This is an optimization exercise on Yosys and OpenROAD, whose aim is small area, a short achievable clock period and few clock cycles per item, not a production implementation. Function was checked by simulation only, so behaviour that the tests miss may differ from the original.

$ cat flow/flow/run.sh
#!/bin/bash
set -euo pipefail
bash standard.sh SETUP_SLACK_MARGIN=7.5 SETUP_MOVE_SEQUENCE=unbuffer,sizeup,swap,buffer TNS_END_PERCENT=20 finish > standard_flow.log 2>&1
$ cat flow/standard.sh
#!/bin/bash
# synth_recipe.tcl (not shown) runs the flow's synth.tcl, then flattens the netlist and writes it again
# the make line also repeats each setting of config.mk as NAME=value (left out here)
make -C /OpenROAD-flow-scripts/flow DESIGN_CONFIG=/design/flow/config.mk WORK_HOME=/design/flow/orfs CLKGATE_MAP_FILE= SYNTH_SCRIPT=/design/flow/synth_recipe.tcl "${@:-finish}"
$ cat flow/config.mk
export PLATFORM = sky130hd
export DESIGN_NAME = whorl_rsq
export DESIGN_NICKNAME = whorl_rsq
export VERILOG_FILES = /design/flow/design.v
export SDC_FILE = /design/flow/constraint.sdc
export NUM_CORES = 4
export LEC_CHECK = 0
export CAP_MARGIN = 20
export CORE_MARGIN = 2
export CORE_UTILIZATION = 40
export PLACE_DENSITY = 0.6
export SLEW_MARGIN = 20
$ cat flow/constraint.sdc
create_clock -name core_clock -period 11.0 [get_ports {clk}]
set_input_delay 2.2000 -clock core_clock [delete_from_list [all_inputs] [get_ports {clk}]]
set_output_delay 2.2000 -clock core_clock [all_outputs]
set_load 0.01 [all_outputs]
$ cat flow/design.v
module whorl_rsq (
    input             clk,
    input             rst,           
    input             in_valid,
    output            in_ready,
    input             in_sqrt,       
    input      [31:0] in_a,
    output reg        out_valid,
    output reg [31:0] out_res,
    output reg        out_sat,
    output reg        out_divz,
    output reg        out_domain
);
    reg          busy;
    reg  [3:0]   cnt;                        
    reg  [15:0]  Ms;
    reg          rdy, first;
    reg          sq;                         
    reg          nf;                         
    reg          f_spc, f_sat, f_divz, f_dom;
    reg  [32:0]  S;                          
    reg          s;                          
    reg  [31:0]  E;                          
    reg          b0r;                        
    assign in_ready = rdy;
    wire accept = in_valid & rdy;
    wire last   = busy & (cnt == 4'd0);
    wire [31:0] a       = in_a;
    wire        a_zero  = (a == 32'd0);
    wire        sm_pos  = !a[31] & (a[30:28] == 3'd0) & (!a[27] | (a[26:0] == 27'd0));
    wire        sm_neg  = a[31] & (a[30:27] == 4'hF);
    wire        a_m27   = sm_neg & (a[26:0] == 27'd0);             
    wire        a_max   = !a[31] & (a[30:0] == 31'h7FFF_FFFF);
    wire        spc_in  = in_sqrt ? (a[31] | a_max) : (sm_pos | sm_neg);
    wire        rcp_sk2 = a[31] ? !a[30] : (a[30] & (a[29] | (a[28:2] != 27'd0)));
    wire        rcp_sk1 = a[31] ? (a[30:28] != 3'b111)
                                : (a[30] | a[29] | (a[28] & (a[27:0] != 28'd0)));
    wire        sq_sk1  = (a[30:27] == 4'd0);
    reg  [32:0] s_init;
    reg  [15:0] m_init;
    reg  [3:0]  c_init;
    always @* begin
        if (in_sqrt) begin
            if (sq_sk1) begin
                s_init = {4'b1111, a[26:0], 2'b00};              
                m_init = 16'h3FFF; c_init = 4'd13;
            end else begin
                s_init = {2'b11, a[30:0]};                       
                m_init = 16'h7FFF; c_init = 4'd14;
            end
        end else if (rcp_sk2) begin
            s_init = a[31] ? {33'h0_7FFF_FFF8 | {31'd0, a[29:28]}}
                           : {33'h0_8000_0004 | {31'd0, a[29:28]}};
            m_init = 16'h3FFF; c_init = 4'd13;
        end else if (rcp_sk1) begin
            s_init = a[31] ? {33'h0_1FFF_FFFE | {32'd0, a[30]}}
                           : {33'h0_2000_0000 | {32'd0, a[30]}};
            m_init = 16'h7FFF; c_init = 4'd14;
        end else begin
            s_init = a[31] ? 33'h0_07FF_FFFF : 33'h0_0800_0000;
            m_init = 16'hFFFF; c_init = 4'd15;
        end
        if (spc_in) begin
            m_init = 16'h0001;
            c_init = 4'd0;
        end
    end
    wire [16:0] Msx = {1'b0, Ms};
    wire [31:0] so0, so1, sk0, sk1;
    genvar m;
    generate
        for (m = 0; m < 16; m = m + 1) begin : pos
            assign so0[2*m+1] = Msx[m] & !Msx[m+1];
            assign so0[2*m]   = 1'b0;
            assign so1[2*m+1] = 1'b0;
            assign so1[2*m]   = Msx[m] & !Msx[m+1];
            assign sk0[2*m+1] = Msx[m+1];
            assign sk0[2*m]   = Msx[m];
            assign sk1[2*m+1] = Msx[m+1];
            assign sk1[2*m]   = Msx[m+1];
        end
    endgenerate
    wire [31:0] sop0  = {so0[30:0], 1'b0};          
    wire [31:0] sopp0 = {so0[29:0], 2'b00};         
    wire [31:0] sop1  = so0;                        
    wire [31:0] dfb  = (b0r ? {so0[28:0], 3'b000} : 32'd0) | (!s ? sopp0 : 32'd0);
    wire [31:0] msub0 = dfb | sk0;                  
    wire [31:0] madd0 = dfb | sop0 | so0;           
    wire [32:0] Y0    = s ? {1'b0, ~(E & ~madd0)} : {1'b1, E & ~msub0};
    wire        cin0  = s ? nf : !nf;
    wire [32:0] R0    = S + Y0 + {32'd0, cin0};
    wire        s1    = R0[32];                     
    reg         bdv0, bdv1;
    wire [3:0]  cm1  = cnt - 4'd1;
    wire [15:0] Eo, Ee;
    generate
        for (m = 0; m < 16; m = m + 1) begin : eb
            assign Eo[m] = E[2*m+1];
            assign Ee[m] = E[2*m];
        end
    endgenerate
    wire        bdn0 = Eo[cm1] ^ !nf;               
    wire        bdn1 = Ee[cm1] ^ !nf;               
    wire [32:0] R1c [0:1];
    genvar u;
    generate
        for (u = 0; u < 2; u = u + 1) begin : outcome    
            wire [31:0] msub1 = dfb | sk1 | sop0;
            wire [31:0] madd1 = dfb | sop1 | so1;
            wire [32:0] Y1    = (u == 1) ? {1'b0, ~(E & ~madd1)} : {1'b1, E & ~msub1};
            wire        cin1  = (u == 1) ? nf : !nf;
            wire        bd0   = sq ? (u == 0) : bdv0;
            wire [32:0] X1    = {S[31:0], bd0};
            wire [32:0] X2    = {Y0[31:0], cin1};
            wire [32:0] cs_s  = X1 ^ X2 ^ Y1;
            wire [32:0] cs_c  = (X1 & X2) | (X1 & Y1) | (X2 & Y1);
            assign R1c[u] = cs_s + {cs_c[31:0], cin0} + {32'd0, cin0};
        end
    endgenerate
    wire [32:0] R1  = s1 ? R1c[1] : R1c[0];
    wire        b0  = !s1;
    wire        b1  = !R1[32];
    wire        bd1 = sq ? b1 : bdv1;
    wire [1:0]  qbits = {b0 ^ nf, b1 ^ nf};
    always @(posedge clk) begin
        if (rst) begin
            busy      <= 1'b0;
            Ms        <= 16'd0;
            rdy       <= 1'b1;
            out_valid <= 1'b0;
        end else begin
            out_valid <= last;
            if (accept) begin
                busy <= 1'b1;
                cnt  <= c_init;
                Ms   <= in_sqrt ? m_init : 16'd0;
                rdy <= spc_in;
            end else begin
                busy <= busy & (cnt != 4'd0);
                cnt  <= cnt - 4'd1;
                Ms  <= {1'b0, Ms[15:1]};
                rdy <= !(busy & (cnt[3:1] != 3'd0));
            end
        end
    end
    always @(posedge clk) begin
        first <= accept;
        if (accept) begin
            sq     <= in_sqrt;
            nf     <= !in_sqrt & a[31];
            f_spc  <= spc_in;
            f_sat  <= !in_sqrt & (sm_pos | sm_neg) & !a_zero & !a_m27;
            f_divz <= !in_sqrt & a_zero;
            f_dom  <= in_sqrt & a[31];
            S      <= s_init;
            s      <= in_sqrt;
            E      <= in_sqrt ? 32'hFFFF_FFFF : (a[31] ? a : ~a);
            b0r    <= 1'b0;
            bdv0   <= rcp_sk2 ? a[27] : rcp_sk1 ? a[29] : a[31];
            bdv1   <= rcp_sk2 ? a[26] : rcp_sk1 ? a[28] : a[30];
        end else begin
            bdv0 <= bdn0;
            bdv1 <= bdn1;
            S <= {R1[31:0], bd1};
            s <= R1[32];
            E   <= E & ~dfb;
            b0r <= b0;
        end
        if (first & f_spc)
            out_res <= {nf, sq ? !f_dom : !nf, {30{!sq & !nf}}};
        else if (first)
            out_res <= {{30{nf}}, qbits};
        else
            out_res <= {out_res[29:0], qbits};
        if (last) begin
            out_sat    <= f_sat;
            out_divz   <= f_divz;
            out_domain <= f_dom;
        end
    end
endmodule
==> run summary, run 1 <==
status=finished clean; setup slack at placement=approximately 5800 ps; Die Width=roughly 180 um; TritonCTS clock tree=done; period utilization=40.1%; MaxCap Viol Count=0; Fmax achieved=~230 MHz; Core Rows=64; # clock sinks=133; layout cells sized above 1=about a fifth; largest family of logic cells by synthesized area=compound AO/OA/AOI/OAI gates; WHS Endpoint=out_sat; clock buffer count from CTS=17; Clk pin slew, worst setup/hold paths=approximately 70 ps; vias per inst=~6; Worst Setup SP=s; worst r2r dst=S[31]; largest fanout on the critical path=34; Area contributors post-synth=dfxtp_1, ha_1, fa_1, a21oi_1, nand2_1; headroom to the max-slew limit=35.7%; post-synth top area share=19.1%; Vias=between 10000 and 15000; Slowest Stage Delay on Critical Path=520 ps; Pins Over Slew Limit=0; Reg area=approximately 2800 um2; DRC=0; simple logic cell fraction of the synthesized area=17.4%; Area Overhead vs Synth=26.3%; GRT Total Usage=26.5%; fill cell count=slightly below 3000; Worst Path Buf+Inv=4; Worst path depth=20; Distinct cells, synth=77; Post-Synth Adder-Cell Area=just under 20%; Pre-antenna DRT Iters=8; drt total wl=42.6 mm; Hold Path Class=reg2reg; Worst Setup Start Kind=flip-flop; Ports=73; Final GP Congestion=between 0.9 and 1; Antenna Nets Post-Route=0; CP Class=reg2reg; Die Ht=179 um; port bufs=72; asr flop ratio synth=0%; crit path cell chain=buf_16 -> inv_16 -> a21bo_4 -> nor2_4 -> nor2_2 -> a31oi_4 -> fa_1 -> ha_4 -> and3_4 -> and4bb_1 -> o21ai_2 -> a211o_4 -> a21oi_4 -> buf_4 -> buf_6 -> nor2_2 -> o21ai_2 -> a21oi_2 -> xor2_1 -> a221oi_2; multiplexer area fraction after synthesis=3.06%; Hold Crit Depth=0; xor and xnor area share after synthesis=7.31%; worst setup margin=~6600 ps; Worst Tran Pin Value=between 900 and 1000 ps; Seq/Total Area, Yosys=between 20% and 30%; clk root buf=clkbuf_16; Critical R2R Launch=s; largest net degree at the start of global routing=96; synthesized area=~12000 um2; vias in the first global route=around 11000; WP data required=11350 ps; Avg WL per Cell=21.0 um; Clock Path Buffers=2; hold buffer count at CTS=0; crit path time final=approximately 4400 ps; worst hold slack=~410 ps; Commonest cells post-synth=nand2_1, a21oi_1, dfxtp_1; endpoints failing hold=0; worst clock skew=14.3 ps; Most used DFF post-synth=dfxtp_1; Initial Util=between 40% and 50%; Clk Latency, worst-skew pair=about 440 ps; die area=~32000 um2; worst reg-to-reg setup slack=6590 ps; Yosys top cell by area=dfxtp_1; antenna violations before repair=0; Syn Area/Cell=7.99 um2; reg2reg path depth=20; CP delay by family, top=compound AO/OA/AOI/OAI gates; Post-Syn Nets=1730; Final HPWL DP=31.8 mm; number of flops mapped to enable cells by yosys=16; CP max stage cell=dfxtp_4; H-Tree Depth=4; Final Util=between 50% and 60%; Post-Synthesis Cells=1536; Total Nets Final=about 1800; worst hold start=f_sat; Critical Path End Type=flip-flop; RSZ-0062 raised after global routing=true; Synth Area in Compound Gates=between 20% and 30%; flops & latches, synth=133; final setup TNS=0 ps; top-count cell post-synth=nand2_1; Multi-input gate area=9890 um2; crit path DAT=between 4000 and 5000 ps; DRT iter0 DRCs=~1200; antenna diode instance count=0; GRT overflow=0; Syn. warnings=1; first-pass GRT wire length=65.0 mm; Core Region=~30000 um2; endpoints failing setup=0
## sequential cells by signal, summed over array words and instances (netlist names), 4 cells and up
register,flops
Ms,15
E,32
out_res,32
S,33
cnt,4
## metrics by stage
step / cell area, um2 / cells
after floorplan: 12800 / 1536
after global placement: 13700 / 1940
after detailed placement: 13700 / 1941
after CTS: 15200 / 2015
after global routing: 15500 / 2028
final: 15500 / 2028
## worst reg2reg max path, delay by kind of cell (launching register included)
family          cells  cell delay (ps)
compound gates      8             1570
fa+ha+maj           2              780
buf+inv             4              680
simple gates        5              600
flops               1              520
xor+xnor            1              180
## cells by family (layout without fill, tap and decap cells)
logic type | Yosys count | after routing
AO/OA/AOI/OAI | 476 | 476
XOR/XNOR | 100 | 100
adder cells (fa/ha/maj) | 158 | 158
buffers and inverters | 188 | 284
flip-flops | 133 | 133
multiplexers | 24 | 24
AND/OR/NAND/NOR | 457 | 457
## routing by layer
metal / share of wire, % / wire, um / global-route usage (%) / vias to the layer above
li1: - / - / - / 5598
met1: 45 / 19100 / 36.3 / 5733
met2: 45 / 19200 / 42.0 / 497
met3: 6.2 / 2660 / 3.80 / 100
met4: 4.0 / 1700 / 10.2 / 0
met5: 0 / 0 / 0 / -
## layout make-up
cell class / instances / area share, %
Tap cell: 396 / 3.20
Inverter: 114 / 2.94
Multi-Input combinational cell: 1215 / 63.8
Clock buffer: 17 / 2.74
Timing Repair Buffer: 138 / 7.89
Sequential cell: 133 / 18.3
Clock inverter: 15 / 1.13
## worst max-delay path by stage
stage	endpoint	slack, ps
3_3_place_gp	cnt[1]	5730
6_report	S[31]	6590
3_5_place_dp	out_res[0]	5830
2_1_floorplan	cnt[0]	7250
5_1_grt	S[31]	6420
4_1_cts	out_res[0]	6710
## what timing repair did
action / 4_1_cts / 5_1_grt
resized for setup: 295 / 51
setup buffers: 42 / 13
pin swaps: 70 / 23
setup endpoints to repair: 135 / 136
## cells in the final DEF, fill, tap and decap left out, types with 8 or more instances in the layout
cell and count:
and2_1 9, clkbuf_16 17, a31oi_1 12, a21o_1 26, o21ai_1 38, o21ai_0 76, inv_1 107, a22oi_1 27
xnor2_1 40, ha_1 72, mux4_2 10, and3_1 13, nor2_2 12, o21ai_4 8, fa_1 53, clkdlybuf4s50_1 39
nand2b_1 26, nor2_1 81, xor2_1 55, inv_8 8, nor3_1 20, a21oi_1 150, buf_2 13, nand2_1 182
nand3_1 24, buf_6 9, ha_4 19, dfxtp_1 108, o21ai_2 21, edfxtp_1 16, nand4_1 14, buf_4 63
o21a_1 8, a21oi_2 12, o21bai_1 11
Testbench counts, summed over its fixed seeds: cycles 234,871, items 16,000.
==> inputs of run 2 (changes only) <==
==> flow/flow/run.sh (replaced) <==
#!/bin/bash
set -euo pipefail
bash standard.sh SETUP_SLACK_MARGIN=7 SETUP_MOVE_SEQUENCE=unbuffer,sizeup,swap,buffer TNS_END_PERCENT=20 finish > standard_flow.log 2>&1
==> run 2 against run 1 <==
Still clean on timing, DRC and antenna. Synthesized area unchanged. Fmax shrank 9.3%. Core utilization shrank 2.8 points. Critical path depth fell by 1. First-iteration DRC count down 3.5%. Global-route usage up 0.056 points. Wire length is 2.4% lower.
==> run summary, run 2 <==
Worst Path Buf+Inv=3 (-1); RSZ-0062 raised after global routing=true; Die Ht=179 um (unchanged); Seq/Total Area, Yosys=23.0% (unchanged); final setup TNS=0 ps (unchanged); layout cells sized above 1=11.3% (-9.9 points); Die Width=179 um (unchanged); Vias=11657 (-2.3%); # clock sinks=133 (unchanged); Final GP Congestion=0.963 (-1.6%); Critical Path End=out_res[0]; Clk Latency, worst-skew pair=440 ps (about the same); Slowest Stage Delay on Critical Path=540 ps (+20 ps); Final Util=48.1% (-2.8 points); Final HPWL DP=31.0 mm (-2.4%); MaxCap Viol Count=0 (unchanged); fill cell count=3007 (+2.6%); xor and xnor area share after synthesis=7.31% (unchanged); vias in the first global route=11487 (+0.51%); CP delay by family, top=compound AO/OA/AOI/OAI gates; Most used DFF post-synth=dfxtp_1; Top Registers=S (33), E (32), out_res (32); Largest Register=S; headroom to the max-slew limit=29.2% (-6.5 points); Ports=73 (unchanged); Fmax achieved=205 MHz (-9.3%); drt total wl=41.6 mm (-2.4%); crit path time final=4870 ps (+454 ps); worst r2r dst=out_res[0]; worst reg-to-reg setup slack=6130 ps (-450 ps); Placement Cell Area=13300 um2 (-2.9%); Hold Path Class=reg2reg; Critical Path End Type=flip-flop; Critical R2R Launch=s; number of flops mapped to enable cells by yosys=16 (unchanged); Synth Area in Compound Gates=23.6% (unchanged); crit path DAT=5170 ps (+410 ps); antenna diode instance count=0 (unchanged); DRT iter0 DRCs=1116 (-3.5%); antenna violations before repair=0 (unchanged); Yosys top cell by area=dfxtp_1; Area contributors post-synth=dfxtp_1, ha_1, fa_1, a21oi_1, nand2_1; Total Nets Final=1785 (-1.5%); die area=32100 um2 (unchanged); Avg WL per Cell=20.8 um (-0.99%); Design Area, Final=14600 um2 (-5.5%); worst hold slack=425 ps (+15.1 ps); commonest non-fill, non-tap cell in the layout=nand2_1; port bufs=72 (unchanged); largest fanout on the critical path=58 (+71%); vias per inst=5.83 (-0.90%); synthesized area=12300 um2 (unchanged); Worst Tran Pin Value=1060 ps (+95.1 ps); period utilization=44.3% (+4.1 points); top-count cell post-synth=nand2_1; Post-Synth Adder-Cell Area=19.8% (unchanged); Worst Setup SP=s; Distinct cells, synth=77 (unchanged); Syn. warnings=1 (unchanged); post-synth top area share=19.1% (unchanged); Core Region=30400 um2 (unchanged); Pins Over Slew Limit=0 (unchanged); Core Rows=64 (unchanged); Pre-antenna DRT Iters=5 (-3); largest net degree at the start of global routing=59 (-39%); Clock Path Buffers=2 (unchanged); TritonCTS clock tree=done; crit path cell chain=buf_12 -> clkinvlp_4 -> a21bo_4 -> nor2_4 -> nor2_2 -> a31oi_4 -> buf_6 -> fa_1 -> ha_4 -> and3_4 -> nand2_2 -> nor4_4 -> nand3_2 -> and3b_2 -> o21ai_4 -> a21o_1 -> a2111oi_2 -> a311oi_1 -> a2bb2oi_1; endpoints failing setup=0 (unchanged); Syn Area/Cell=7.99 um2 (unchanged); Worst Setup Start Kind=flip-flop; clock buffer count from CTS=17 (unchanged); status=finished clean; GRT Total Usage=26.5% (+0.056 points); asr flop ratio synth=0% (unchanged); Clk pin slew, worst setup/hold paths=70 ps (about the same); first-pass GRT wire length=65.1 mm (+0.11%); multiplexer area fraction after synthesis=3.06% (unchanged); Antenna Nets Post-Route=0 (unchanged); flops & latches, synth=133 (unchanged); Hold Crit Depth=0 (unchanged); Area Overhead vs Synth=19.4%; Initial Util=40.3% (unchanged); endpoints failing hold=0 (unchanged); Post-Syn Nets=1730 (unchanged); GRT overflow=0 (unchanged); Post-Synthesis Cells=1536 (unchanged); DRC=0 (unchanged); commonest cells after routing, fill and taps aside=nand2_1, a21oi_1, dfxtp_1, inv_1, o21ai_0; WP data required=11300 ps (-50 ps); CP max stage cell=clkinvlp_4; Commonest cells post-synth=nand2_1, a21oi_1, dfxtp_1; worst clock skew=8.46 ps (-5.81 ps); Worst path depth=19 (-5.0%); largest family of logic cells by synthesized area=compound AO/OA/AOI/OAI gates; simple logic cell fraction of the synthesized area=17.4% (unchanged); max FFs per register=33 (unchanged); clk root buf=clkbuf_16; reg2reg path depth=19 (-5.0%); H-Tree Depth=4 (unchanged); CP Class=reg2reg
run 2: cell counts after synthesis:
Identical to the previous run, type by type.
run 2: per-stage QoR:
step	std cells	setup WS (ps)
6_report	2000	6130
5_1_grt	2000	5940
4_1_cts	1995	6240
3_5_place_dp	1940	5440
3_3_place_gp	1940	5590
2_1_floorplan	1536	6980
run 2: how the worst min path moves through the flow:
stage | startpoint | endpoint | slack (ps)
2_1_floorplan | f_divz | out_divz | 400
3_3_place_gp | f_sat | out_sat | 400
3_5_place_dp | f_divz | out_divz | 410
4_1_cts | f_divz | out_divz | 420
5_1_grt | f_divz | out_divz | 430
6_report | f_divz | out_divz | 420
run 2: cells by family after synthesis:
group	count (synthesis)
AO/OA/AOI/OAI	476
XOR/XNOR	100
flip-flops	133
multiplexers	24
buffers and inverters	188
adder cells (fa/ha/maj)	158
AND/OR/NAND/NOR	457
run 2: layer usage:
layer  global-route usage, %  vias up  routed length [um]
met5                       0        -                   0
met4                    10.3        0                1420
met3                    3.56       84                2440
met2                    43.1      451               19500
met1                    35.8     5578               18300
li1                        -     5544                   -
run 2: cell type report:
class	instances	area, um2	area share, %
Tap cell	396	495	3.38
Inverter	114	432	2.95
Clock buffer	19	464	3.17
Clock inverter	13	158	1.08
Sequential cell	133	2830	19.3
Timing Repair Buffer	110	1050	7.19
Multi-Input combinational cell	1215	9220	62.9
run 2: timing repair:
| item | in CTS | in global routing |
|---|---|---|
| setup buffers | 23 | 5 |
| resized for setup | 83 | 32 |
| hold buffers | 0 | 0 |
| pin swaps | 45 | 28 |
| endpoints found under the setup margin | 58 | 59 |
| hold endpoints to repair | 0 | 0 |
==> inputs of run 3 (changes only) <==
==> flow/flow/run.sh (replaced) <==
#!/bin/bash
set -euo pipefail
bash standard.sh SETUP_SLACK_MARGIN=7 SETUP_MOVE_SEQUENCE=unbuffer,sizeup,swap,buffer TNS_END_PERCENT=5 finish > standard_flow.log 2>&1
==> run 3 against run 2 <==
Largest cell class unchanged. Design area decreased by 1.8%. Cell count is 0.75% lower. Sequential cell count is the same. Clock skew increased by 5.4 ps. Critical path type unchanged. Hold slack got worse by 0.94 ps. Count of clock-buffer cells in the layout down 2.
==> run summary, run 3 <==
Pre-antenna DRT Iters=6 (+1); Worst Setup Start Kind=flip-flop; period utilization=44.1% (-0.11 points); antenna violations before repair=0 (unchanged); GRT overflow=0 (unchanged); Core Rows=64 (unchanged); port bufs=72 (unchanged); TritonCTS clock tree=done; asr flop ratio synth=0% (unchanged); synthesized area=12300 um2 (unchanged); commonest cells after routing, fill and taps aside=nand2_1, a21oi_1, dfxtp_1, inv_1, ha_1; Most used DFF post-synth=dfxtp_1; number of flops mapped to enable cells by yosys=16 (unchanged); hold buffer count at CTS=0 (unchanged); Post-Synthesis Cells=1536 (unchanged); antenna diode instance count=0 (unchanged); Distinct cells, synth=77 (unchanged); endpoints failing setup=0 (unchanged); Worst Tran Pin Value=1120 ps (+61.7 ps); Clock Path Buffers=2 (unchanged); drt total wl=40.7 mm (-2.2%); Top Registers=S (33), E (32), out_res (32); Final GP Congestion=0.988 (+2.7%); Initial Util=40.3% (unchanged); Ports=73 (unchanged); CP Class=reg2reg; DRT iter0 DRCs=1224 (+9.7%); flops & latches, synth=133 (unchanged); non-filler cells in the finished layout=1985 (-0.75%); Seq/Total Area, Yosys=23.0% (unchanged); Final HPWL DP=31.1 mm (+0.32%); Hold Path Class=reg2reg; crit path DAT=5220 ps (+50 ps); Clk pin slew, worst setup/hold paths=70 ps (about the same); Avg WL per Cell=20.5 um (-1.5%); largest net degree at the start of global routing=59 (unchanged); # clock sinks=133 (unchanged); headroom to the max-slew limit=25.1% (-4.1 points); Vias=11442 (-1.8%); top-count cell post-synth=nand2_1; clk root buf=clkbuf_16; Core Region=30400 um2 (unchanged); Total Nets Final=1770 (-0.84%); DRC=0 (unchanged); WP data required=11360 ps (+60 ps); crit path time final=4860 ps (-11.8 ps); layout cells sized above 1=9.63% (-1.7 points); Syn. warnings=1 (unchanged); commonest non-fill, non-tap cell in the layout=nand2_1; MaxCap Viol Count=0 (unchanged); post-synth top area share=19.1% (unchanged); H-Tree Depth=4 (unchanged); Die Width=179 um (unchanged); endpoints failing hold=0 (unchanged); max FFs per register=33 (unchanged); Post-Syn Nets=1730 (unchanged); Commonest cells post-synth=nand2_1, a21oi_1, dfxtp_1; Pins Over Slew Limit=0 (unchanged); Clk Latency, worst-skew pair=440 ps (about the same); vias per inst=5.76 (-1.1%); Area Overhead vs Synth=17.2%; Syn Area/Cell=7.99 um2 (unchanged); die area=32100 um2 (unchanged); Yosys top cell by area=dfxtp_1; vias in the first global route=10972 (-4.5%); Critical Path End Type=flip-flop; Fmax achieved=206 MHz (+0.24%); clock buffer count from CTS=17 (unchanged); Die Ht=179 um (unchanged); status=finished clean; GRT Total Usage=25.3% (-1.2 points); DP Cell Count=1940 (unchanged); final setup TNS=0 ps (unchanged); worst clock skew=13.8 ps (+5.38 ps); first-pass GRT wire length=61.9 mm (-5.0%); largest fanout on the critical path=58 (unchanged); Antenna Nets Post-Route=0 (unchanged); Largest Register=S; Area contributors post-synth=dfxtp_1, ha_1, fa_1, a21oi_1, nand2_1; RSZ-0062 raised after global routing=true
## run 3: cell type report
| class | count | area, um2 |
|---|---|---|
| well taps | 396 | 495 |
| inverters | 114 | 432 |
| clock inverters | 15 | 173 |
| flip-flops and latches | 133 | 2830 |
| fillers | 2990 | 16000 |
| repair buffers | 95 | 926 |
| multi-input cells | 1215 | 9100 |
| clock buffers | 17 | 425 |
## run 3: cells by family after synthesis
kind of cell / synth area share [%]
AO/OA/AOI/OAI: 23.6
AND/OR/NAND/NOR: 17.4
buffers and inverters: 5.84
adder cells (fa/ha/maj): 19.8
flip-flops: 23.0
XOR/XNOR: 7.31
multiplexers: 3.06
## run 3: repair_timing
action / 4_1_cts / 5_1_grt
setup buffers: 5 / 8
pin swaps: 11 / 21
gates resized for setup: 49 / 46
setup endpoints to repair: 79 / 79
## run 3: metrics by stage
step | instance area (um2) | worst slack [ps] | util, % | hold slack [ps]
after CTS | 14200 | 6280 | 46.6 | 425
final | 14400 | 6140 | 47.3 | 424
after floorplan | 12300 | 6970 | - | 400
after global routing | 14400 | 5910 | 47.3 | 430
after detailed placement | 13300 | 5520 | 43.7 | 405
after global placement | 13300 | 5620 | 43.7 | 404
## run 3: worst max-delay path, cell delays in order (launching register included)
cell        delay (ps)
dfxtp_2            340
buf_12             230
clkinvlp_4         510
a21bo_4            380
nor2_4              90
nor2_1              70
a31oi_4            230
buf_4              150
ha_1               240
a21oi_1            160
o21ai_1            130
nor3_2             140
nand2_1            150
and3_4             210
nor3_4             890
buf_12             280
mux2_2             350
a21oi_1            160
## run 3: worst paths after layout
| check | endpoint | from | cells after the start | slack, ps |
|---|---|---|---|---|
| min reg2reg | out_sat | f_sat | 0 | 420 |
| max | S[1] | s | 17 | 6140 |
| max reg2reg | S[1] | s | 17 | 6140 |
| min | out_sat | f_sat | 0 | 420 |
## run 3: metal layers
metal | GRT usage, % | share of wire, % | vias up | wire length, um
met5 | 0 | 0 | - | 0
met3 | 2.80 | 5.7 | 66 | 2340
met1 | 34.2 | 44 | 5483 | 17900
li1 | - | - | 5508 | -
met2 | 41.9 | 47 | 385 | 19200
met4 | 9.11 | 3.0 | 0 | 1200
==> inputs of run 4 (changes only) <==
==> flow/flow/run.sh (replaced) <==
#!/bin/bash
set -euo pipefail
bash standard.sh SETUP_SLACK_MARGIN=8.5 SETUP_MOVE_SEQUENCE=unbuffer,sizeup,swap,buffer TNS_END_PERCENT=20 finish > standard_flow.log 2>&1
==> run 4 against run 3 <==
Still clean. Cell count grew 1.6%. Fmax up 10%. Core utilization up 4.0 points. Hold slack worse by 4.8 ps.
==> run summary, run 4 <==
status=finished clean; GRT overflow=0 (unchanged); Area contributors post-synth=dfxtp_1, ha_1, fa_1, a21oi_1, nand2_1; DRT iter0 DRCs=1085 (-11%); endpoints failing hold=0 (unchanged); top-count cell post-synth=nand2_1; layout cells sized above 1=21.8% (+12 points); largest fanout on the critical path=58 (unchanged); Top Registers=S (33), E (32), out_res (32); antenna diode instance count=0 (unchanged); Critical Path End Type=flip-flop; Worst Setup Start Kind=flip-flop; largest net degree at the start of global routing=95 (+61%); Synth Area in Compound Gates=23.6% (unchanged); clk root buf=clkbuf_16; Syn. warnings=1 (unchanged); Post-Synth Adder-Cell Area=19.8% (unchanged); die area=32100 um2 (unchanged); antenna violations before repair=0 (unchanged); Antenna Nets Post-Route=0 (unchanged); Final GP Congestion=0.984 (-0.44%); first-pass GRT wire length=64.4 mm (+4.1%); final setup TNS=0 ps (unchanged); TritonCTS clock tree=done; Most used DFF post-synth=dfxtp_1; Seq/Total Area, Yosys=23.0% (unchanged); Vias=11798 (+3.1%); Pins Over Slew Limit=0 (unchanged); Core Rows=64 (unchanged); post-synth top area share=19.1% (unchanged); Clock Path Buffers=2 (unchanged); Worst Tran Pin Value=783 ps (-337 ps); Initial Util=40.3% (unchanged); DRC=0 (unchanged); Total Nets Final=1801 (+1.8%); Hold Path Class=reg2reg; H-Tree Depth=4 (unchanged); vias in the first global route=11235 (+2.4%); commonest cells after routing, fill and taps aside=nand2_1, a21oi_1, inv_1, dfxtp_1, nor2_1; # clock sinks=133 (unchanged); commonest non-fill, non-tap cell in the layout=nand2_1; endpoints failing setup=0 (unchanged); xor and xnor area share after synthesis=7.31% (unchanged); WHS Endpoint=out_sat; Syn Area/Cell=7.99 um2 (unchanged); Die Ht=179 um (unchanged); flops & latches, synth=133 (unchanged); GRT Total Usage=26.3% (+1.0 points); Die Width=179 um (unchanged); Clk pin slew, worst setup/hold paths=70 ps (about the same); clock buffer count from CTS=17 (unchanged); Hold Crit Depth=0 (unchanged); Critical R2R Launch=s; Placement Cell Area=13800 um2 (+3.6%); Commonest cells post-synth=nand2_1, a21oi_1, dfxtp_1; port bufs=72 (unchanged); Ports=73 (unchanged); Fmax achieved=227 MHz (+10%); crit path DAT=4710 ps (-510 ps); Distinct cells, synth=77 (unchanged); synthesized area=12300 um2 (unchanged); Post-Syn Nets=1730 (unchanged); asr flop ratio synth=0% (unchanged); drt total wl=42.4 mm (+4.2%); crit path time final=4400 ps (-457 ps); CP Class=reg2reg; Clk Latency, worst-skew pair=450 ps (about the same); multiplexer area fraction after synthesis=3.06% (unchanged); RSZ-0062 raised after global routing=true; Post-Synthesis Cells=1536 (unchanged); worst hold start=f_sat; reg2reg path depth=17 (unchanged); period utilization=40.0% (-4.2 points); Pre-antenna DRT Iters=8 (+2); Final HPWL DP=31.4 mm (+0.75%); Largest Register=S; Design Area, Final=15600 um2 (+8.5%); Avg WL per Cell=21.0 um (+2.6%); worst r2r dst=out_res[0]; number of flops mapped to enable cells by yosys=16 (unchanged); WP data required=11310 ps (-50 ps); Area Overhead vs Synth=27.2%; largest family of logic cells by synthesized area=compound AO/OA/AOI/OAI gates; simple logic cell fraction of the synthesized area=17.4% (unchanged); Yosys top cell by area=dfxtp_1; worst clock skew=11.4 ps (-2.44 ps); headroom to the max-slew limit=47.4% (+22 points); vias per inst=5.85 (+1.5%); MaxCap Viol Count=0 (unchanged); hold buffer count at CTS=0 (unchanged); max FFs per register=33 (unchanged); worst reg-to-reg setup slack=6600 ps (+460 ps); Core Region=30400 um2 (unchanged)
run 4: cell count changes in the layout (fill, tap and decap cells not counted), sizes merged:
cell,change
clkbuf,+11
buf,+50
inv,-1
clkinv,-1
bufinv,-1
clkinvlp,+2
clkdlybuf4s50,-33
dlymetal6s2s,+4
run 4: kinds of logic (layout without fill, tap and decap cells):
| group | count (synthesis) | after routing |
|---|---|---|
| compound gates | 476 | 476 |
| simple gates | 457 | 457 |
| buf+inv | 188 | 272 |
| fa+ha+maj | 158 | 158 |
| flops | 133 | 133 |
| xor+xnor | 100 | 100 |
| mux | 24 | 24 |
run 4: area by class of cell:
| class | instances | area [um2] |
|---|---|---|
| multi-input combinational | 1215 | 9980 |
| sequential | 133 | 2840 |
| tap | 396 | 495 |
| fill | 2874 | 14800 |
| inverter | 114 | 452 |
| clock inverter | 14 | 144 |
| clock buffer | 18 | 450 |
| timing repair buffer | 126 | 1240 |
run 4: repair_timing:
action,4_1_cts,5_1_grt
buffers inserted,18,25
resized for setup,112,245
gates cloned,0,0
pin swaps,28,44
endpoints found under the setup margin,150,150
run 4: how the worst max path moves through the flow:
stage	start	end	cells past startpoint
after floorplan	in_a[26]	S[27]	10
after global placement	s	out_res[0]	18
after detailed placement	s	out_res[0]	18
after CTS	s	out_res[0]	18
after global routing	Ms[8]	out_res[0]	19
final	s	out_res[0]	17
run 4: critical path: stages (launching register included):
cell	delay [ps]
dfxtp_2	360
buf_16	310
inv_16	120
a21bo_4	250
buf_4	140
nand2b_1	180
fa_1	500
ha_4	330
and3_4	210
and4bb_1	250
o21ai_4	90
a211o_4	400
a21oi_4	260
a31oi_4	150
xnor2_4	240
xnor2_2	100
a311oi_1	250
a2bb2oi_1	100
run 4: through the flow:
step	utilization, %	instances	hold slack (ps)	setup WS [ps]
2_1_floorplan	-	1536	400	7250
3_3_place_gp	45.3	1940	409	5650
3_5_place_dp	45.3	1940	405	5620
4_1_cts	48.9	1990	417	6630
5_1_grt	51.3	2016	439	6460
6_report	51.3	2016	419	6600
run 4: routing by layer:
layer	wire [um]	track usage, %	up-vias
met4	1210	8.67	0
li1	-	-	5578
met5	0	0	-
met1	19300	37.3	5720
met2	19300	41.8	423
met3	2510	2.78	77
==> inputs of run 5 (changes only) <==
==> flow/flow/run.sh (replaced) <==
#!/bin/bash
set -euo pipefail
bash standard.sh SETUP_SLACK_MARGIN=9 SETUP_MOVE_SEQUENCE=unbuffer,sizeup,swap,buffer TNS_END_PERCENT=20 finish > standard_flow.log 2>&1
==> run 5 against run 4 <==
Synthesized cell count is the same. Sequential share of layout area is 0.13 points higher. Wire length is 0.44% lower. Design area fell by 0.67%. Critical path type unchanged.
==> run summary, run 5 <==
Clk Latency, worst-skew pair=450 ps (about the same); Worst Setup Start Kind=flip-flop; Critical Path End Type=flip-flop; vias per inst=5.90 (+0.79%); Total Nets Final=1798 (-0.17%); Syn Area/Cell=7.99 um2 (unchanged); post-synth top area share=19.1% (unchanged); Worst Tran Pin Value=1050 ps (+270 ps); Area Overhead vs Synth=26.3%; Design Area, Final=15500 um2 (-0.67%); Die Ht=179 um (unchanged); worst clock skew=11.9 ps (+0.469 ps); Core Region=30400 um2 (unchanged); antenna diode instance count=0 (unchanged); Final HPWL DP=31.5 mm (+0.59%); first-pass GRT wire length=65.3 mm (+1.3%); Avg WL per Cell=21.0 um (-0.29%); drt total wl=42.2 mm (-0.44%); # clock sinks=133 (unchanged); vias in the first global route=11482 (+2.2%); Area contributors post-synth=dfxtp_1, ha_1, fa_1, a21oi_1, nand2_1; status=finished clean; Placement Cell Area=13800 um2 (about the same); Die Width=179 um (unchanged); Critical R2R Launch=s; flops & latches, synth=133 (unchanged); Vias=11873 (+0.64%); Pins Over Slew Limit=0 (unchanged); TritonCTS clock tree=done; commonest non-fill, non-tap cell in the layout=nand2_1; Yosys top cell by area=dfxtp_1; Hold Path Class=reg2reg; Clock Path Buffers=2 (unchanged); Antenna Nets Post-Route=0 (unchanged); largest net degree at the start of global routing=96 (+1.1%); Core Rows=64 (unchanged); Post-Synthesis Cells=1536 (unchanged); crit path cell chain=buf_16 -> inv_16 -> a21bo_4 -> nor2_4 -> nor2_2 -> a31oi_4 -> buf_4 -> fa_1 -> ha_4 -> and3_4 -> nand2_1 -> nor4_4 -> nand3_2 -> and3b_1 -> o21ai_2 -> a21oi_2 -> a211o_1 -> a41oi_2 -> a21o_1; Top Registers=S (33), E (32), out_res (32); Post-Syn Nets=1730 (unchanged); max FFs per register=33 (unchanged); RSZ-0062 raised after global routing=true; Most used DFF post-synth=dfxtp_1; port bufs=72 (unchanged); layout cells sized above 1=20.9% (-0.89 points); die area=32100 um2 (unchanged); GRT Total Usage=26.5% (+0.19 points); Commonest cells post-synth=nand2_1, a21oi_1, dfxtp_1; top-count cell post-synth=nand2_1; crit path time final=4490 ps (+93.7 ps); headroom to the max-slew limit=29.6% (-18 points); Final GP Congestion=0.928 (-5.7%); MaxCap Viol Count=0 (unchanged); CP max stage cell=fa_1; Syn. warnings=1 (unchanged); Initial Util=40.3% (unchanged); synthesized area=12300 um2 (unchanged); number of flops mapped to enable cells by yosys=16 (unchanged); H-Tree Depth=4 (unchanged); crit path DAT=4880 ps (+170 ps); Seq/Total Area, Yosys=23.0% (unchanged); clk root buf=clkbuf_16; DRT iter0 DRCs=1071 (-1.3%); Fmax achieved=223 MHz (-2.1%); antenna violations before repair=0 (unchanged); commonest cells after routing, fill and taps aside=nand2_1, a21oi_1, dfxtp_1, inv_1, nor2_1; period utilization=40.8% (+0.85 points); endpoints failing hold=0 (unchanged); DRC=0 (unchanged); Pre-antenna DRT Iters=6 (-2); Largest Register=S; worst hold start=f_sat; CP Class=reg2reg; WP data required=11390 ps (+80 ps); clock buffer count from CTS=17 (unchanged); Slowest Stage Delay on Critical Path=430 ps (-70 ps); Worst Setup SP=s; Ports=73 (unchanged); endpoints failing setup=0 (unchanged); final setup TNS=0 ps (unchanged); largest fanout on the critical path=58 (unchanged); Clk pin slew, worst setup/hold paths=70 ps (about the same); GRT overflow=0 (unchanged); Distinct cells, synth=77 (unchanged); asr flop ratio synth=0% (unchanged)
## run 5: cell counts after synthesis
Identical to the previous run, type by type.
## run 5: kinds of logic after synthesis
| kind of cell | Yosys count | share of synthesized area, % |
|---|---|---|
| compound gates | 476 | 23.6 |
| mux | 24 | 3.06 |
| buf+inv | 188 | 5.84 |
| flops | 133 | 23.0 |
| simple gates | 457 | 17.4 |
| fa+ha+maj | 158 | 19.8 |
| xor+xnor | 100 | 7.31 |
## run 5: final cells by class
class                   count  area, um2
flip-flops and latches    133       2840
multi-input cells        1215      10000
clock buffers              17        425
repair buffers            123       1140
well taps                 396        495
fillers                  2911      14900
clock inverters            15        146
inverters                 114        454
## run 5: timing repair
action | 4_1_cts | 5_1_grt
hold buffers | 0 | 0
buffers inserted | 30 | 12
endpoints found under the setup margin | 170 | 178
endpoints found under the hold margin | 0 | 0
gates resized for setup | 180 | 129
pin swaps | 46 | 32
## run 5: final timing paths
kind,to,slack (ps),cells after the start
min reg2reg,out_sat,440,0
max,S[0],6510,19
max reg2reg,S[0],6510,19
min,out_sat,440,0
## run 5: critical path: cells and delay by family (launching register included)
| family | cells | cell delay, ps |
|---|---|---|
| compound gates | 7 | 1380 |
| flops | 1 | 360 |
| fa+ha+maj | 2 | 730 |
| buf+inv | 3 | 540 |
| simple gates | 7 | 1250 |
## run 5: per-layer routing
layer	global-route usage [%]	wire, um	part of all wire, %
met1	36.5	19000	45
met3	3.80	2310	5.5
met2	42.2	19700	47
met4	9.74	1290	3.0
met5	0	0	0
## run 5: stage by stage
step	hold slack, ps	setup slack, ps	instances	utilization (%)
after global placement	422	5350	1939	45.3
after detailed placement	421	5270	1939	45.3
after global routing	447	6360	2013	50.9
after floorplan	400	7250	1536	-
final	439	6510	2013	50.9
after CTS	440	6660	2001	50.1
==> inputs of run 6 (changes only) <==
==> flow/flow/run.sh (replaced) <==
#!/bin/bash
set -euo pipefail
bash standard.sh SETUP_SLACK_MARGIN=8 SETUP_MOVE_SEQUENCE=unbuffer,sizeup,swap,buffer TNS_END_PERCENT=10 finish > standard_flow.log 2>&1
==> run 6 against run 5 <==
Still clean. Critical endpoint is now S[30]. Die area is the same. Clock skew grew 0.52 ps. Register-to-register slack is essentially flat. Highest routed layer unchanged. Via count shrank 0.31%. Wire length shrank 0.54%. Worst setup slack lost 6.0 ps. Largest cell class unchanged.
==> run summary, run 6 <==
Slowest Stage Delay on Critical Path=570 ps (+140 ps); final setup TNS=0 ps (unchanged); endpoints failing hold=0 (unchanged); TritonCTS clock tree=done; Multi-input gate area=9570 um2 (-4.2%); headroom to the max-slew limit=36.2% (+6.7 points); Post-Syn Nets=1730 (unchanged); Worst Tran Pin Value=955 ps (-97.9 ps); Area Overhead vs Synth=22.4%; crit path cell chain=buf_12 -> inv_16 -> a21bo_4 -> nor2_4 -> nor2_2 -> a31oi_4 -> buf_4 -> fa_2 -> ha_4 -> buf_4 -> nand2_1 -> o21ai_1 -> o21ai_1 -> nand4b_1 -> o211ai_1 -> nand2_1 -> a21o_1 -> a311oi_2 -> xor2_1 -> a221oi_1; Antenna Nets Post-Route=0 (unchanged); die area=32100 um2 (unchanged); period utilization=40.9% (+0.054 points); worst clock skew=12.4 ps (+0.516 ps); Avg WL per Cell=20.9 um (-0.19%); Yosys top cell by area=dfxtp_1; clock buffer count from CTS=17 (unchanged); clk root buf=clkbuf_16; Hold Crit Depth=0 (unchanged); max FFs per register=33 (unchanged); synthesized area=12300 um2 (unchanged); Core Region=30400 um2 (unchanged); non-filler cells in the finished layout=2006 (-0.35%); DRT iter0 DRCs=1033 (-3.5%); Distinct cells, synth=77 (unchanged); Reg area=2830 um2 (-0.31%); Clock Path Buffers=2 (unchanged); hold buffer count at CTS=0 (unchanged); Most used DFF post-synth=dfxtp_1; layout cells sized above 1=15.7% (-5.3 points); Top Registers=S (33), E (32), out_res (32); Vias=11836 (-0.31%); Pre-antenna DRT Iters=6 (unchanged); Syn. warnings=1 (unchanged); number of flops mapped to enable cells by yosys=16 (unchanged); reg2reg path depth=20 (+1); H-Tree Depth=4 (unchanged); Seq/Total Area, Yosys=23.0% (unchanged); RSZ-0062 raised after global routing=true; vias per inst=5.90 (about the same); Placement Cell Area=13700 um2 (-0.74%); Total Nets Final=1791 (-0.39%); first-pass GRT wire length=64.9 mm (-0.65%); Area contributors post-synth=dfxtp_1, ha_1, fa_1, a21oi_1, nand2_1; Largest Register=S; Clk Latency, worst-skew pair=430 ps (-20 ps); Design Area, Final=15000 um2 (-3.1%); post-synth top area share=19.1% (unchanged); Ports=73 (unchanged); Fmax achieved=222 MHz (-0.13%); antenna violations before repair=0 (unchanged); vias in the first global route=11458 (-0.21%); WP data required=11320 ps (-70 ps); DP Cell Count=1941 (+0.10%); asr flop ratio synth=0% (unchanged); GRT overflow=0 (unchanged); Clk pin slew, worst setup/hold paths=70 ps (about the same); Worst Setup Start Kind=flip-flop; Die Width=179 um (unchanged); Final HPWL DP=31.8 mm (+0.89%); Hold Path Class=reg2reg; crit path DAT=4820 ps (-60 ps); MaxCap Viol Count=0 (unchanged); Initial Util=40.3% (unchanged); Syn Area/Cell=7.99 um2 (unchanged); GRT Total Usage=26.5% (-0.073 points); status=finished clean; CP Class=reg2reg; # clock sinks=133 (unchanged); antenna diode instance count=0 (unchanged); crit path time final=4500 ps (+5.95 ps); Commonest cells post-synth=nand2_1, a21oi_1, dfxtp_1; CP max stage cell=dfxtp_4; Post-Synthesis Cells=1536 (unchanged); largest net degree at the start of global routing=96 (unchanged); largest fanout on the critical path=31 (-47%); fill cell count=2919 (+0.27%); flops & latches, synth=133 (unchanged); Final Util=49.4% (-1.6 points); DRC=0 (unchanged); commonest cells after routing, fill and taps aside=nand2_1, a21oi_1, dfxtp_1, inv_1, nor2_1; Core Rows=64 (unchanged); port bufs=72 (unchanged); drt total wl=42.0 mm (-0.54%); Pins Over Slew Limit=0 (unchanged); endpoints failing setup=0 (unchanged); commonest non-fill, non-tap cell in the layout=nand2_1; top-count cell post-synth=nand2_1; Critical Path End Type=flip-flop; Die Ht=179 um (unchanged); Final GP Congestion=0.956 (+3.0%)
run 6: cell type report:
type	count	area share, %
Inverter	114	2.98
Sequential cell	133	18.9
Clock buffer	17	2.83
Timing Repair Buffer	116	6.94
Tap cell	396	3.30
Clock inverter	15	1.36
Multi-Input combinational cell	1215	63.7
run 6: worst paths after layout:
path         slack, ps      end   from
max               6500    S[30]      s
min                440  out_sat  f_sat
max reg2reg       6500    S[30]      s
min reg2reg        440  out_sat  f_sat
run 6: metrics by stage:
step | hold WS [ps] | setup WS (ps)
6_report | 440 | 6500
3_5_place_dp | 422 | 5750
3_3_place_gp | 405 | 5830
4_1_cts | 443 | 6630
2_1_floorplan | 400 | 7250
5_1_grt | 444 | 6350
run 6: cell families (layout without fill, tap and decap cells):
| group | Yosys count | count (layout) | share of synthesized area (%) |
|---|---|---|---|
| compound gates | 476 | 476 | 23.6 |
| xor+xnor | 100 | 100 | 7.31 |
| fa+ha+maj | 158 | 158 | 19.8 |
| buf+inv | 188 | 262 | 5.84 |
| flops | 133 | 133 | 23.0 |
| mux | 24 | 24 | 3.06 |
| simple gates | 457 | 457 | 17.4 |
run 6: critical path: cells and delay by family, from the launching register on:
kind / cells / cell delay, ps
AOI/OAI and AO/OA: 8 / 1770
buffers and inverters: 4 / 670
adders and majority gates: 2 / 710
and+or+nand+nor: 5 / 530
DFF: 1 / 570
xor gates and xnor gates: 1 / 100
run 6: what timing repair did:
item | CTS | global route
pin swaps | 39 | 7
setup endpoints to repair | 149 | 149
resized for setup | 118 | 16
setup buffers | 31 | 2
run 6: metal layers:
layer | global-route usage [%] | wire length [um] | vias up
met2 | 43.5 | 19500 | 516
li1 | - | - | 5541
met1 | 35.9 | 18500 | 5698
met4 | 9.04 | 1370 | 0
met5 | 0 | 0 | -
met3 | 3.18 | 2680 | 81
==> inputs of run 7 (changes only) <==
==> flow/flow/run.sh (replaced) <==
#!/bin/bash
set -euo pipefail
bash standard.sh SETUP_SLACK_MARGIN=8 SETUP_MOVE_SEQUENCE=unbuffer,sizeup,swap,buffer TNS_END_PERCENT=30 finish > standard_flow.log 2>&1
==> run 7 against run 6 <==
Fmax is 0.97% higher. Critical path depth stayed put. Via count is 0.20% lower. Non-clock buffer count is 4 higher. Design area is 3.3% higher. Register-to-register slack better by 40 ps. Cell count is 0.25% higher. Count of clock-buffer cells in the layout is 1 higher. Wire length is 0.87% higher.
==> run summary, run 7 <==
Total Nets Final=1795 (+0.22%); GRT overflow=0 (unchanged); largest fanout on the critical path=58 (+87%); die area=32100 um2 (unchanged); H-Tree Depth=4 (unchanged); Avg WL per Cell=21.1 um (+0.62%); commonest non-fill, non-tap cell in the layout=nand2_1; clk root buf=clkbuf_16; Clk pin slew, worst setup/hold paths=70 ps (about the same); DRT iter0 DRCs=1110 (+7.5%); Initial Util=40.3% (unchanged); Die Width=179 um (unchanged); TritonCTS clock tree=done; synthesized area=12300 um2 (unchanged); Worst Tran Pin Value=921 ps (-33.8 ps); status=finished clean; Post-Syn Nets=1730 (unchanged); Final HPWL DP=31.3 mm (-1.6%); Clk Latency, worst-skew pair=440 ps (about the same); # clock sinks=133 (unchanged); Critical Path End Type=flip-flop; number of flops mapped to enable cells by yosys=16 (unchanged); CP Class=reg2reg; antenna violations before repair=0 (unchanged); asr flop ratio synth=0% (unchanged); endpoints failing setup=0 (unchanged); largest net degree at the start of global routing=95 (-1.0%); Hold Path Class=reg2reg; port bufs=72 (unchanged); period utilization=40.5% (-0.39 points); Seq/Total Area, Yosys=23.0% (unchanged); final setup TNS=0 ps (unchanged); Commonest cells post-synth=nand2_1, a21oi_1, dfxtp_1; worst clock skew=12.4 ps (+0.0199 ps); M3 GR Usage=3.63% (+0.45 points); Top Registers=S (33), E (32), out_res (32); Core Rows=64 (unchanged); Pins Over Slew Limit=0 (unchanged); Area Overhead vs Synth=26.4%; most used routing layer=met2; flops & latches, synth=133 (unchanged); RSZ-0062 raised after global routing=true; fill cell count=2881 (-1.3%); first-pass GRT wire length=64.7 mm (-0.22%); Die Ht=179 um (unchanged); Syn Area/Cell=7.99 um2 (unchanged); post-synth top area share=19.1% (unchanged); crit path time final=4460 ps (-43.2 ps); Clock Path Buffers=2 (unchanged); vias per inst=5.87 (-0.45%); DRC=0 (unchanged); top-count cell post-synth=nand2_1; Yosys top cell by area=dfxtp_1; clock buffer count from CTS=17 (unchanged); drt total wl=42.4 mm (+0.87%); headroom to the max-slew limit=38.5% (+2.3 points); GR met1 Demand/Resource=36.7% (+0.84 points); WP data required=11360 ps (+40 ps); Core Region=30400 um2 (unchanged); commonest cells after routing, fill and taps aside=nand2_1, a21oi_1, dfxtp_1, inv_1, nor2_1; Antenna Nets Post-Route=0 (unchanged); Most used DFF post-synth=dfxtp_1; GRT Total Usage=26.4% (-0.053 points); hold buffer count at CTS=0 (unchanged); Distinct cells, synth=77 (unchanged); MaxCap Viol Count=0 (unchanged); Vias=11812 (-0.20%); Area contributors post-synth=dfxtp_1, ha_1, fa_1, a21oi_1, nand2_1; Ports=73 (unchanged); Worst Setup Start Kind=flip-flop; Largest Register=S; vias in the first global route=11437 (-0.18%); Syn. warnings=1 (unchanged); crit path DAT=4810 ps (about the same); Pre-antenna DRT Iters=5 (-1); Fmax achieved=224 MHz (+0.97%); layout cells sized above 1=21.9% (+6.2 points); max FFs per register=33 (unchanged); M2 GR Usage=42.2% (-1.3 points); Final GP Congestion=0.955 (-0.10%); endpoints failing hold=0 (unchanged); Post-Synthesis Cells=1536 (unchanged)
run 7: cell counts after synthesis:
No cell type changed its count.
run 7: per-stage QoR:
step	util [%]	worst slack, ps	area (um2)	std cells	hold WS (ps)
floorplan	-	7250	13000	1536	400
global placement	45.3	5630	13800	1939	409
detailed placement	45.3	5560	13800	1939	407
CTS	49.2	6630	15000	1990	422
global route	51.0	6420	15500	2010	429
finish	51.0	6540	15500	2011	423
run 7: cells by family (layout without fill, tap and decap cells):
| group | Yosys count | in the layout | share of synthesized area, % |
|---|---|---|---|
| compound gates | 476 | 476 | 23.6 |
| buf+inv | 188 | 266 | 5.84 |
| other cells | 0 | 1 | 0 |
| simple gates | 457 | 457 | 17.4 |
| xor+xnor | 100 | 100 | 7.31 |
| flops | 133 | 133 | 23.0 |
| fa+ha+maj | 158 | 158 | 19.8 |
| mux | 24 | 24 | 3.06 |
run 7: repair_timing:
| action | in CTS | in global routing |
|---|---|---|
| pin swaps | 42 | 42 |
| resized for setup | 259 | 128 |
| buffers inserted | 19 | 19 |
| endpoints found under the hold margin | 0 | 0 |
| endpoints found under the setup margin | 149 | 147 |
run 7: per-layer routing:
metal  routed length, um  vias up
li1                    -     5575
met1               19000     5710
met2               19500      443
met3                2670       84
met4                1150        0
met5                   0        -
run 7: final cells by class:
type	count	area, um2	share of cell area (%)
multi-input cells	1215	10000	64.5
diodes	1	2.50	0.0161
inverters	114	452	2.91
flip-flops and latches	133	2840	18.3
clock buffers	18	450	2.90
repair buffers	120	1120	7.25
clock inverters	14	143	0.919
well taps	396	495	3.19
run 7: path summary, 6_finish.rpt:
path	depth (start not counted)	start	slack (ps)	end
max	20	s	6540	S[31]
max reg2reg	20	s	6540	S[31]
min reg2reg	0	f_divz	420	out_divz
min	0	f_divz	420	out_divz
run 7: critical path, stage by stage (launching register included):
cell and delay, ps:
dfxtp_2 370, buf_16 270, inv_16 120, a21bo_4 250, nor2_4 110, nor2_2 50, a31oi_4 210, fa_1 490
ha_4 290, and3_4 190, and4bb_1 250, o21ai_4 100, a211o_4 400, a21oi_4 210, buf_4 150, buf_6 100
nor2_4 40, o21ai_1 130, a21oi_1 90, xor2_1 170, a221oi_2 250
==> inputs of run 8 (changes only) <==
==> flow/flow/run.sh (replaced) <==
#!/bin/bash
set -euo pipefail
bash standard.sh SETUP_SLACK_MARGIN=8 SETUP_MOVE_SEQUENCE=unbuffer,sizeup,swap,buffer TNS_END_PERCENT=20 finish > standard_flow.log 2>&1
==> run 8 against run 7 <==
Die area unchanged. Global-route usage up 0.28 points. Worst setup slack better by 140 ps. Synthesized cell count unchanged. Highest routed layer unchanged. Still clean. Count of clock-buffer cells in the layout down 1. Sequential cell count unchanged. Clock skew up 2.5 ps.
==> run summary, run 8 <==
status=finished clean; Syn Area/Cell=7.99 um2 (unchanged); top layer reached by signal wires=met4; TritonCTS clock tree=done; Pre-antenna DRT Iters=7 (+2); Seq/Total Area, Yosys=23.0% (unchanged); largest family of logic cells by synthesized area=compound AO/OA/AOI/OAI gates; Area contributors post-synth=dfxtp_1, ha_1, fa_1, a21oi_1, nand2_1; largest fanout on the critical path=56 (-3.4%); routed length on met3=2.33 mm (-13%); Core Region=30400 um2 (unchanged); Worst Setup SP=s; synthesized area=12300 um2 (unchanged); flops & latches, synth=133 (unchanged); max FFs per register=33 (unchanged); period utilization=39.2% (-1.3 points); Final HPWL DP=31.7 mm (+1.1%); antenna violations before repair=0 (unchanged); Final Util=51.0% (about the same); Critical R2R Launch=s; Most used DFF post-synth=dfxtp_1; die area=32100 um2 (unchanged); Final GP Congestion=0.928 (-2.8%); Fmax achieved=232 MHz (+3.2%); Top Registers=S (33), E (32), out_res (32); setup slack at placement=5820 ps (+259 ps); Post-Synthesis Cells=1536 (unchanged); Die Width=179 um (unchanged); number of flops mapped to enable cells by yosys=16 (unchanged); WP data required=11290 ps (-70 ps); clk root buf=clkbuf_16; Antenna Nets Post-Route=0 (unchanged); xor and xnor area share after synthesis=7.31% (unchanged); crit path DAT=4610 ps (-200 ps); post-synth top area share=19.1% (unchanged); largest net degree at the start of global routing=96 (+1.1%); Core Rows=64 (unchanged); drt total wl=42.4 mm (+0.21%); # clock sinks=133 (unchanged); Clk pin slew, worst setup/hold paths=70 ps (about the same); Distinct cells, synth=77 (unchanged); Hold Path Class=reg2reg; GRT overflow=0 (unchanged); vias in the first global route=11637 (+1.7%); asr flop ratio synth=0% (unchanged); met1 wire length=18.8 mm (-1.1%); worst clock skew=15.0 ps (+2.54 ps); Avg WL per Cell=21.1 um (+0.21%); Post-Synth Adder-Cell Area=19.8% (unchanged); worst hold start=f_divz; Ports=73 (unchanged); Critical Path End Type=flip-flop; MaxCap Viol Count=0 (unchanged); crit path time final=4320 ps (-140 ps); Placement Cell Area=13800 um2 (about the same); multiplexer area fraction after synthesis=3.06% (unchanged); vias per inst=5.86 (-0.24%); Initial Util=40.3% (unchanged); simple logic cell fraction of the synthesized area=17.4% (unchanged); final setup TNS=0 ps (unchanged); commonest non-fill, non-tap cell in the layout=nand2_1; Largest Register=S; worst setup margin=6680 ps (+140 ps); worst hold slack=423 ps (-0.390 ps); hold buffer count at CTS=0 (unchanged); Post-Syn Nets=1730 (unchanged); Syn. warnings=1 (unchanged); DRC=0 (unchanged); Worst Setup Start Kind=flip-flop; Vias=11784 (-0.24%); commonest cells after routing, fill and taps aside=nand2_1, a21oi_1, inv_1, dfxtp_1, nor2_1; CP Class=reg2reg; Commonest cells post-synth=nand2_1, a21oi_1, dfxtp_1; H-Tree Depth=4 (unchanged); top-count cell post-synth=nand2_1; Clock Path Buffers=2 (unchanged); Area Overhead vs Synth=26.6% (about the same); Die Ht=179 um (unchanged); clock buffer count from CTS=17 (unchanged); endpoints failing setup=0 (unchanged); Design Area, Final=15500 um2 (about the same); layout cells sized above 1=21.3% (-0.56 points); headroom to the max-slew limit=37.5% (-1.0 points); DRT iter0 DRCs=1049 (-5.5%); port bufs=72 (unchanged); GRT Total Usage=26.7% (+0.28 points); Yosys top cell by area=dfxtp_1; Pins Over Slew Limit=0 (unchanged); Worst Tran Pin Value=937 ps (+15.4 ps); first-pass GRT wire length=65.6 mm (+1.3%); endpoints failing hold=0 (unchanged); Clk Latency, worst-skew pair=430 ps (about the same); met2 wire len=19.9 mm (+2.2%); RSZ-0062 raised after global routing=true; Total Nets Final=1795 (unchanged); Synth Area in Compound Gates=23.6% (unchanged)
[run 8: cell counts after synthesis]
No cell type changed its count.
[run 8: through the flow]
step / instances
floorplan: 1536
finish: 2011
global placement: 1939
global route: 2010
detailed placement: 1939
CTS: 1995
[run 8: layer usage]
metal	vias up	track usage, %
met5	-	0
met4	0	9.61
met3	80	3.88
met2	348	44.0
met1	5788	35.5
li1	5568	-
[run 8: cells by family after synthesis]
kind of cell / Yosys count
AOI/OAI and AO/OA: 476
xor gates and xnor gates: 100
adders and majority gates: 158
buffers and inverters: 188
DFF: 133
muxes: 24
and+or+nand+nor: 457
[run 8: critical path, cell delays in order (launching register included)]
cell and delay [ps]:
dfxtp_4 370, buf_16 280, o21ai_4 120, or2_4 240
mux2_4 310, fa_1 560, ha_4 240, a21oi_1 150
o21ai_1 110, o21ai_2 210, nand4b_1 150, o211ai_1 320
nand2_1 120, a21o_1 220, a311oi_2 290, xor2_2 270
a221oi_1 120
[run 8: what timing repair did]
item / 4_1_cts / 5_1_grt
resized for setup: 134 / 209
pin swaps: 45 / 44
endpoints found under the setup margin: 149 / 149
setup buffers: 24 / 14
[run 8: final cells by class]
type,count,area [um2]
inverter,114,453
fill,2960,14900
clock inverter,15,173
sequential,133,2850
multi-input combinational,1215,10000
tap,396,495
timing repair buffer,120,1130
clock buffer,17,425
antenna,1,2.50
[run 8: final timing paths]
| path | endpoint | slack (ps) | cells past startpoint |
|---|---|---|---|
| worst min-delay path | out_divz | 420 | 0 |
| worst max register to register | S[30] | 6680 | 16 |
| worst min register to register | out_divz | 420 | 0 |
| worst max-delay path | S[30] | 6680 | 16 |

## static timing again, ports no longer ideal
Ports are ideal in the flow. The routed layouts listed here were re-timed in OpenROAD.
Step 1: set_driving_cell puts a clkbuf_16 on clk and a buf_2 on each other input, an assumption about the parent block.
Step 2 times the ports against the registers' clock, not the clock port: input delays grow and output delays shrink by t, the midpoint of the rising clock arrivals with the driver on.
a / b / c = ideal ports / drivers / drivers and shift; a / b = the first two.
| run | t, ns | setup slack, ns | worst setup path after step 2 | worst register clock-pin slew, ns | pins driven straight from the clock port |
|---|---|---|---|---|---|
| run 1 | 0.481 | 6.587 / 6.587 / 6.587 | register to register | 0.08 / 0.08 | 1 |
| run 2 | 0.480 | 6.132 / 6.132 / 5.912 | input to register | 0.07 / 0.07 | 1 |
| run 3 | 0.478 | 6.144 / 6.144 / 5.953 | input to register | 0.07 / 0.07 | 1 |
| run 4 | 0.486 | 6.601 / 6.601 / 6.601 | register to register | 0.07 / 0.07 | 1 |
| run 5 | 0.493 | 6.508 / 6.508 / 6.508 | register to register | 0.07 / 0.07 | 1 |
| run 6 | 0.476 | 6.502 / 6.502 / 6.202 | input to register | 0.07 / 0.07 | 1 |
| run 7 | 0.477 | 6.545 / 6.545 / 6.545 | register to register | 0.07 / 0.07 | 1 |
| run 8 | 0.476 | 6.685 / 6.685 / 6.637 | input to register | 0.07 / 0.07 | 1 |
After both steps setup and hold are still met in every run listed. The setup slack of run 6, which loses most, moves by 0.000 ns with the drivers and by -0.300 ns with both steps.
